From an optimization exercise on the open Yosys and OpenROAD flow, aimed at small area, a short achievable clock period and few clock cycles per item; shortcuts taken in it are not production practice. In this exercise RTL edits were held to simulation tests only and were not proved equivalent to the original. Power figures rest on the tool's default switching activity, not on a simulated workload.

==> exp/harbor: inputs <==
==> flow/design.v <==
module stripe_engine (
    input  wire        clk,
    input  wire        rst,
    input  wire        cfg_valid,
    output wire        cfg_ready,
    input  wire [1:0]  cfg_width,
    input  wire [4:0]  cfg_a,
    input  wire [4:0]  cfg_b,
    input  wire        in_valid,
    output wire        in_ready,
    input  wire [63:0] in_data,
    output wire        out_valid,
    input  wire        out_ready,
    output wire [63:0] out_a,
    output wire [63:0] out_b
);
    function [7:0] xt(input [7:0] x);
        xt = {x[6:0], 1'b0} ^ (x[7] ? 8'h1D : 8'h00);
    endfunction
    function [63:0] coef_matrix(input [7:0] al);
        integer k;
        reg [7:0] t;
        begin
            t = al;
            for (k = 0; k < 8; k = k + 1) begin
                coef_matrix[8*k +: 8] = t;
                t = xt(t);
            end
        end
    endfunction
    function [7:0] mat_mul(input [63:0] mt, input [7:0] d);
        integer k;
        reg [7:0] acc;
        begin
            acc = 8'h00;
            for (k = 0; k < 8; k = k + 1)
                acc = acc ^ (mt[8*k +: 8] & {8{d[k]}});
            mat_mul = acc;
        end
    endfunction
    localparam [255:0] TAB_H = 256'h00000000000000000000e9f26326dc678ac0e48574fba9a0545fed729da7f400;
    localparam [255:0] TAB_GINV = 256'h00000000000000000000fbebcb8b0b162c58b07dfae9cf831b366cd8ad478e01;
    localparam [255:0] TAB_GPOW = 256'h0000000000000000000075b45a2d984c261387cde8743a1d8040201008040201;
    reg [1:0]  sh_w;
    reg [4:0]  sh_a;
    reg [4:0]  sh_b;
    reg [4:0]  sh_d;
    reg [7:0]  sh_ginv;
    reg        cfg_d;      
    reg [1:0]  wc_r;       
    reg        sel_a;
    reg [4:0]  ja2_r;      
    reg [4:0]  jb2_r;      
    reg [4:0]  nd2_r;      
    reg        hasp_r;     
    reg [1:0]  g1_r;       
    reg [7:0]  u_r;
    reg [7:0]  v_r;
    reg [7:0]  e0_r;       
    reg [4:0]  j_r;
    reg [7:0]  e_r;        
    reg [7:0]  al_r;       
    reg        first_r;
    reg        last_r;
    reg        p_r;        
    reg [1:0]  nx_gap;     
    reg        nx_data;
    reg        nx_p;
    reg        nx_last;
    reg        dv;         
    reg        ov;         
    reg        rdy;
    reg [7:0]  al_q;       
    reg        gx_q;
    reg        px_q;
    reg        py_q;
    reg        clr_q;
    reg [63:0] d_r;
    reg [63:0] x_r;
    reg [63:0] y_r;
    wire consume = dv & ~ov;
    wire hold    = dv & ov;
    assign in_ready  = rdy;
    assign cfg_ready = rdy;
    assign out_valid = ov;
    assign out_a     = x_r;
    assign out_b     = y_r;
    function [4:0] width_of(input [1:0] code);
        width_of = (code == 2'd0) ? 5'd8 : (code == 2'd1) ? 5'd12 :
                   (code == 2'd2) ? 5'd16 : 5'd22;
    endfunction
    wire [4:0] sw = width_of(sh_w);
    wire c1  = sh_b < sw;                  
    wire c2  = sh_b == sw;                 
    wire bq  = sh_b == sw + 5'd1;          
    wire c4  = bq & (sh_a == sw);          
    wire c3  = bq & ~c4;                   
    wire a0  = sh_a == 5'd0;
    wire b1  = sh_b == 5'd1;
    wire [7:0] hval   = TAB_H[8*sh_d +: 8];
    wire [7:0] cfg_al = a0 ? (b1 ? 8'h04 : 8'h02) : ((c1 | c2) ? sh_ginv : 8'h01);
    wire [7:0] cfg_d0 = c1 ? hval : 8'h01;
    wire [7:0] cfg_u  = c1 ? (hval ^ 8'h01) : c3 ? TAB_GPOW[8*sh_a +: 8] : 8'h00;
    wire [7:0] m0;                         
    wire [7:0] cfg_v  = (c3 | c4) ? 8'h01 : (a0 ? cfg_d0 : m0);
    wire [4:0] cfg_ja2 = c4 ? 5'd31 : sh_a - 5'd2;
    wire [4:0] cfg_jb2 = c1 ? sh_b - 5'd3 : 5'd31;
    wire [4:0] cfg_nd2 = sw - 5'd2 - {4'd0, ~c4} - {4'd0, c1};
    wire       cfg_hasp = ~(c2 | c4);
    wire [1:0] cfg_g1  = 2'd1 + {1'b0, ~c4 & (sh_a == 5'd1)} + {1'b0, c1 & (sh_b == 5'd2)};
    wire [4:0] w3  = width_of(wc_r) - 5'd3;
    wire nn_data = j_r < nd2_r;
    wire nn_p    = (j_r == nd2_r) & hasp_r;
    wire nn_last = j_r == w3;
    wire [1:0] nn_gap = 2'd1 + {1'b0, j_r == ja2_r} + {1'b0, j_r == jb2_r};
    wire [7:0] e1 = xt(e_r);
    wire [7:0] e2 = xt(e1);
    wire [7:0] e3 = xt(e2);
    wire [7:0] en = (nx_gap == 2'd3) ? e3 : (nx_gap == 2'd2) ? e2 : e1;
    wire [7:0] an = nx_data ? (u_r ^ en) : nx_p ? u_r : v_r;
    wire [63:0] mt  = coef_matrix(al_q);
    wire [63:0] mt0 = coef_matrix(cfg_d ? cfg_al : al_q);
    wire [63:0] x_next;
    wire [63:0] y_next;
    genvar k;
    generate
        for (k = 0; k < 8; k = k + 1) begin : lane
            wire [7:0] d = d_r[8*k +: 8];
            wire [7:0] m;
            wire [7:0] my;
            if (k == 0) begin : l0
                assign m  = mat_mul(mt0, cfg_d ? cfg_d0 : d);
                assign my = m & {8{~cfg_d}};
                assign m0 = m;
            end else begin : ln
                assign m  = mat_mul(mt, d);
                assign my = m;
            end
            assign x_next[8*k +: 8] = (x_r[8*k +: 8] & {8{~clr_q}}) ^ (m & {8{gx_q}}) ^ (d & {8{px_q}});
            assign y_next[8*k +: 8] = (y_r[8*k +: 8] & {8{~clr_q}}) ^ my ^ (d & {8{py_q}});
        end
    endgenerate
    wire take_in = in_valid & rdy;
    wire dv_n    = take_in | hold;
    wire ov_n    = (consume & last_r) | (ov & ~out_ready);
    wire cons_n  = dv_n & ~ov_n;           
    wire restart = cfg_d | (consume & last_r);
    wire advance = consume & ~last_r;
    wire [7:0] al_n    = cfg_d ? (cfg_u ^ m0) : ~consume ? al_r : last_r ? (u_r ^ e0_r) : an;
    wire       first_n = restart | (first_r & ~advance);
    wire       p_n     = restart | (advance ? (nx_data | nx_p) : p_r);
    wire       sel_n   = cfg_d ? (c1 | c2) : sel_a;
    always @(posedge clk) begin
        sh_w    <= cfg_width;
        sh_a    <= cfg_a;
        sh_b    <= cfg_b;
        sh_d    <= cfg_b - cfg_a;
        sh_ginv <= TAB_GINV[8*cfg_a +: 8];
        if (!hold)
            d_r <= in_data;
        x_r <= x_next;
        y_r <= y_next;
    end
    always @(posedge clk) begin
        if (rst) begin
            cfg_d   <= 1'b0;
            dv      <= 1'b0;
            ov      <= 1'b0;
            rdy     <= 1'b1;
            al_q    <= 8'h00;
            gx_q    <= 1'b0;
            px_q    <= 1'b0;
            py_q    <= 1'b0;
            clr_q   <= 1'b0;
            wc_r    <= 2'd0;
            sel_a   <= 1'b0;
            ja2_r   <= 5'd31;
            jb2_r   <= 5'd31;
            nd2_r   <= 5'd6;
            hasp_r  <= 1'b0;
            g1_r    <= 2'd1;
            u_r     <= 8'h00;
            v_r     <= 8'h01;
            e0_r    <= 8'h01;
            j_r     <= 5'd0;
            e_r     <= 8'h01;
            al_r    <= 8'h01;
            first_r <= 1'b1;
            last_r  <= 1'b0;
            p_r     <= 1'b1;
            nx_gap  <= 2'd1;
            nx_data <= 1'b1;
            nx_p    <= 1'b0;
            nx_last <= 1'b0;
        end else begin
            cfg_d <= cfg_valid & rdy;
            dv    <= dv_n;
            ov    <= ov_n;
            rdy   <= ~(dv_n & ov_n);
            al_q  <= cons_n ? al_n : 8'h00;
            gx_q  <= cons_n & sel_n;
            px_q  <= cons_n & p_n & ~sel_n;
            py_q  <= cons_n & p_n & sel_n;
            clr_q <= cons_n & first_n;
            al_r    <= al_n;
            first_r <= first_n;
            p_r     <= p_n;
            if (cfg_d) begin
                wc_r    <= sh_w;
                sel_a   <= c1 | c2;
                ja2_r   <= cfg_ja2;
                jb2_r   <= cfg_jb2;
                nd2_r   <= cfg_nd2;
                hasp_r  <= cfg_hasp;
                g1_r    <= cfg_g1;
                u_r     <= cfg_u;
                v_r     <= cfg_v;
                e0_r    <= m0;
            end
            if (restart) begin
                j_r     <= 5'd0;
                e_r     <= cfg_d ? m0 : e0_r;
                last_r  <= 1'b0;
                nx_gap  <= cfg_d ? cfg_g1 : g1_r;
                nx_data <= 1'b1;
                nx_p    <= 1'b0;
                nx_last <= 1'b0;
            end else if (advance) begin
                j_r     <= j_r + 5'd1;
                e_r     <= en;
                last_r  <= nx_last;
                nx_gap  <= nn_gap;
                nx_data <= nn_data;
                nx_p    <= nn_p;
                nx_last <= nn_last;
            end
        end
    end
endmodule
==> flow/flow/run.sh <==
#!/bin/bash
# The standard layout (standard.sh: standard synthesis, ORFS floorplan to finish), with
#  - the port buffers buffer_ports inserts made buf_2 cells, and
set -euo pipefail
export BUFFER_PORTS_ARGS="-buffer_cell sky130_fd_sc_hd__buf_2"
export SETUP_SLACK_MARGIN=13.3
bash standard.sh > standard_flow.log 2>&1
==> flow/standard.sh <==
#!/bin/bash
# synth_recipe.tcl (not shown) runs the flow's synth.tcl, then flattens the netlist and writes it again
# the make line also repeats each setting of config.mk as NAME=value (left out here)
make -C /OpenROAD-flow-scripts/flow DESIGN_CONFIG=/design/flow/config.mk WORK_HOME=/design/flow/orfs CLKGATE_MAP_FILE= SYNTH_SCRIPT=/design/flow/synth_recipe.tcl "${@:-finish}"
==> flow/config.mk <==
export PLATFORM = sky130hd
export DESIGN_NAME = stripe_engine
export DESIGN_NICKNAME = stripe_engine
export VERILOG_FILES = /design/flow/design.v
export SDC_FILE = /design/flow/constraint.sdc
export NUM_CORES = 4
export LEC_CHECK = 0
export CAP_MARGIN = 20
export CORE_MARGIN = 2
export CORE_UTILIZATION = 40
export SLEW_MARGIN = 20
==> flow/constraint.sdc <==
create_clock -name core_clock -period 18.0 [get_ports {clk}]
set_input_delay 3.6000 -clock core_clock [delete_from_list [all_inputs] [get_ports {clk}]]
set_output_delay 3.6000 -clock core_clock [all_outputs]
set_load 0.01 [all_outputs]
==> inputs of exp/yarrow, as changes to exp/harbor <==
--- a/flow/design.v
+++ b/flow/design.v
@@ -43,15 +43,12 @@
     localparam [255:0] TAB_GPOW = 256'h0000000000000000000075b45a2d984c261387cde8743a1d8040201008040201;
-    reg [1:0]  sh_w;
+    reg [1:0]  sh_w;       
     reg [4:0]  sh_a;
     reg [4:0]  sh_b;
-    reg [4:0]  sh_d;
-    reg [7:0]  sh_ginv;
     reg        cfg_d;      
-    reg [1:0]  wc_r;       
+    reg [4:0]  w_r;
+    reg [4:0]  a_r;
+    reg [4:0]  b_r;
+    reg [4:0]  l_r;        
+    reg [1:0]  s0_r;       
     reg        sel_a;
-    reg [4:0]  ja2_r;      
-    reg [4:0]  jb2_r;      
-    reg [4:0]  nd2_r;      
-    reg        hasp_r;     
-    reg [1:0]  g1_r;       
     reg [7:0]  u_r;
@@ -59,8 +56,8 @@
     reg [7:0]  e0_r;       
-    reg [4:0]  j_r;
     reg [7:0]  e_r;        
     reg [7:0]  al_r;       
-    reg        first_r;
-    reg        last_r;
+    reg        first_r;    
+    reg        last_r;     
     reg        p_r;        
+    reg [4:0]  nx_s;       
     reg [1:0]  nx_gap;     
@@ -87,7 +84,4 @@
     assign out_b     = y_r;
-    function [4:0] width_of(input [1:0] code);
-        width_of = (code == 2'd0) ? 5'd8 : (code == 2'd1) ? 5'd12 :
-                   (code == 2'd2) ? 5'd16 : 5'd22;
-    endfunction
-    wire [4:0] sw = width_of(sh_w);
+    wire [4:0] sw = (sh_w == 2'd0) ? 5'd8 : (sh_w == 2'd1) ? 5'd12 :
+                    (sh_w == 2'd2) ? 5'd16 : 5'd22;
     wire c1  = sh_b < sw;                  
@@ -99,4 +93,5 @@
     wire b1  = sh_b == 5'd1;
+    wire [4:0] sh_d   = sh_b - sh_a;
     wire [7:0] hval   = TAB_H[8*sh_d +: 8];
-    wire [7:0] cfg_al = a0 ? (b1 ? 8'h04 : 8'h02) : ((c1 | c2) ? sh_ginv : 8'h01);
+    wire [7:0] cfg_al = a0 ? (b1 ? 8'h04 : 8'h02) : ((c1 | c2) ? TAB_GINV[8*sh_a +: 8] : 8'h01);
     wire [7:0] cfg_d0 = c1 ? hval : 8'h01;
@@ -105,12 +100,17 @@
     wire [7:0] cfg_v  = (c3 | c4) ? 8'h01 : (a0 ? cfg_d0 : m0);
-    wire [4:0] cfg_ja2 = c4 ? 5'd31 : sh_a - 5'd2;
-    wire [4:0] cfg_jb2 = c1 ? sh_b - 5'd3 : 5'd31;
-    wire [4:0] cfg_nd2 = sw - 5'd2 - {4'd0, ~c4} - {4'd0, c1};
-    wire       cfg_hasp = ~(c2 | c4);
-    wire [1:0] cfg_g1  = 2'd1 + {1'b0, ~c4 & (sh_a == 5'd1)} + {1'b0, c1 & (sh_b == 5'd2)};
-    wire [4:0] w3  = width_of(wc_r) - 5'd3;
-    wire nn_data = j_r < nd2_r;
-    wire nn_p    = (j_r == nd2_r) & hasp_r;
-    wire nn_last = j_r == w3;
-    wire [1:0] nn_gap = 2'd1 + {1'b0, j_r == ja2_r} + {1'b0, j_r == jb2_r};
+    wire [1:0] cfg_s0 = a0 ? (b1 ? 2'd2 : 2'd1) : 2'd0;
+    wire [4:0] cfg_l  = bq ? (c4 ? sw - 5'd1 : sw) : sw + 5'd1;
+    wire       restart = cfg_d | last_r;
+    wire [4:0] ra      = cfg_d ? sh_a : a_r;
+    wire [4:0] rb      = cfg_d ? sh_b : b_r;
+    wire [4:0] rw      = cfg_d ? sw : w_r;
+    wire [4:0] rl      = cfg_d ? cfg_l : l_r;
+    wire [4:0] cn      = restart ? {3'd0, (cfg_d ? cfg_s0 : s0_r)} : nx_s;
+    wire [4:0] cn1     = cn + 5'd1;
+    wire [4:0] cn2     = cn + 5'd2;
+    wire       hit_a   = cn1 == ra;
+    wire       hit1    = hit_a | (cn1 == rb);
+    wire       hit3    = hit_a & (cn2 == rb);
+    wire [1:0] gap_n   = hit3 ? 2'd3 : hit1 ? 2'd2 : 2'd1;
+    wire [4:0] nn      = cn + {3'd0, gap_n};
     wire [7:0] e1 = xt(e_r);
@@ -146,14 +146,10 @@
     wire cons_n  = dv_n & ~ov_n;           
-    wire restart = cfg_d | (consume & last_r);
-    wire advance = consume & ~last_r;
     wire [7:0] al_n    = cfg_d ? (cfg_u ^ m0) : ~consume ? al_r : last_r ? (u_r ^ e0_r) : an;
-    wire       first_n = restart | (first_r & ~advance);
-    wire       p_n     = restart | (advance ? (nx_data | nx_p) : p_r);
+    wire       first_n = cfg_d | (consume ? last_r : first_r);
+    wire       p_n     = (cfg_d | consume) ? (restart | nx_data | nx_p) : p_r;
     wire       sel_n   = cfg_d ? (c1 | c2) : sel_a;
     always @(posedge clk) begin
-        sh_w    <= cfg_width;
-        sh_a    <= cfg_a;
-        sh_b    <= cfg_b;
-        sh_d    <= cfg_b - cfg_a;
-        sh_ginv <= TAB_GINV[8*cfg_a +: 8];
+        sh_w <= cfg_width;
+        sh_a <= cfg_a;
+        sh_b <= cfg_b;
         if (!hold)
@@ -174,9 +170,8 @@
             clr_q   <= 1'b0;
-            wc_r    <= 2'd0;
+            w_r     <= 5'd8;
+            a_r     <= 5'd8;
+            b_r     <= 5'd9;
+            l_r     <= 5'd7;
+            s0_r    <= 2'd0;
             sel_a   <= 1'b0;
-            ja2_r   <= 5'd31;
-            jb2_r   <= 5'd31;
-            nd2_r   <= 5'd6;
-            hasp_r  <= 1'b0;
-            g1_r    <= 2'd1;
             u_r     <= 8'h00;
@@ -184,3 +179,2 @@
             e0_r    <= 8'h01;
-            j_r     <= 5'd0;
             e_r     <= 8'h01;
@@ -190,2 +184,3 @@
             p_r     <= 1'b1;
+            nx_s    <= 5'd1;
             nx_gap  <= 2'd1;
@@ -208,9 +203,8 @@
             if (cfg_d) begin
-                wc_r    <= sh_w;
+                w_r     <= sw;
+                a_r     <= sh_a;
+                b_r     <= sh_b;
+                l_r     <= cfg_l;
+                s0_r    <= cfg_s0;
                 sel_a   <= c1 | c2;
-                ja2_r   <= cfg_ja2;
-                jb2_r   <= cfg_jb2;
-                nd2_r   <= cfg_nd2;
-                hasp_r  <= cfg_hasp;
-                g1_r    <= cfg_g1;
                 u_r     <= cfg_u;
@@ -218,19 +212,13 @@
                 e0_r    <= m0;
-            end
-            if (restart) begin
-                j_r     <= 5'd0;
-                e_r     <= cfg_d ? m0 : e0_r;
-                last_r  <= 1'b0;
-                nx_gap  <= cfg_d ? cfg_g1 : g1_r;
-                nx_data <= 1'b1;
-                nx_p    <= 1'b0;
-                nx_last <= 1'b0;
-            end else if (advance) begin
-                j_r     <= j_r + 5'd1;
-                e_r     <= en;
-                last_r  <= nx_last;
-                nx_gap  <= nn_gap;
-                nx_data <= nn_data;
-                nx_p    <= nn_p;
-                nx_last <= nn_last;
+                e_r     <= m0;
+            end else if (consume) begin
+                e_r     <= last_r ? e0_r : en;
+            end
+            if (cfg_d | consume) begin
+                last_r  <= restart ? 1'b0 : nx_last;
+                nx_s    <= nn;
+                nx_gap  <= gap_n;
+                nx_data <= nn < rw;
+                nx_p    <= nn == rw;
+                nx_last <= nn == rl;
             end
==> flow/run.sh (new file) <==
#!/bin/bash
# synth_recipe.tcl (not shown) runs the flow's synth.tcl, then flattens the netlist and writes it again
# the make line also repeats each setting of config.mk as NAME=value (left out here)
make -C /OpenROAD-flow-scripts/flow DESIGN_CONFIG=/design/flow/config.mk WORK_HOME=/design/flow/orfs CLKGATE_MAP_FILE= SYNTH_SCRIPT=/design/flow/synth_recipe.tcl finish
removed: flow/flow/run.sh
removed: flow/standard.sh
==> qor summary <==
item	exp/yarrow	exp/harbor
Status	timing/DRC/antenna clean	timing/DRC/antenna clean
Multi-input logic portion of the cell area	0.579	0.587
Comb group	0.00234 W	0.00186 W
Mapped cell area	23100 um^2	22700 um^2
Met1 Wirelength	33700 um	29600 um
FFs & Latches	296	307
Sequential cell area fraction in the yosys report	0.285	0.299
Worst-case setup slack after placement	11.57 ns	12.41 ns
Setup Buffers After CTS	0	3
GR Layer Usage met1	0.337	0.294
Fraction of layout instances using a drive strength above 1	0.0625	0.138
Proportion of total power due to net switching	0.401	0.394
Seq area share	0.244	0.265
# fillers	5498	5532
Final instance count without filler cells	3792	3741
Count of nets after finishing	3116	3085
Final critical-path required period	6.54 ns	4.67 ns
Met3 routed WL	4800 um	4250 um
Reg2Reg Launch Point	sh_a[1]	al_q[7]
Testbench counts of exp/harbor, summed over its fixed seeds: cycles 48,758, items 3,166.
Testbench counts of exp/yarrow, summed over its fixed seeds: cycles 48,758, items 3,166.

-- separate check: timing with driven ports --
The flow's constraints put no driver on any port. The routed layouts listed below were extracted and timed again, unchanged, in two steps. Step 1 assumes that a clkbuf_16 drives the clock port and a buf_2 every other input. Step 2 adds t to the input delays and takes it off the output delays; t is the mean of the earliest and latest rising clock arrival at the registers after step 1. Input paths then give back, and output paths get back, about the clock's delay inside the block. Slacks: ideal / step 1 / step 2; pairs: ideal / step 1.
run | t (ns) | setup slack, ns | worst hold slack (ns) | clock arrival spread, ns | worst slew at a driven data input, ns
exp/harbor | 0.609 | 13.329 / 13.276 / 12.820 | 0.465 / 0.465 / 0.465 | 0.040 / 0.041 | 0.08
exp/yarrow | 0.615 | 11.462 / 11.462 / 11.462 | 0.460 / 0.460 / 0.460 | 0.030 / 0.029 | 0.11
After both steps every run listed still meets setup and hold. The setup slack of exp/harbor, which loses most, moves by -0.053 ns with the drivers and by -0.509 ns with both steps.
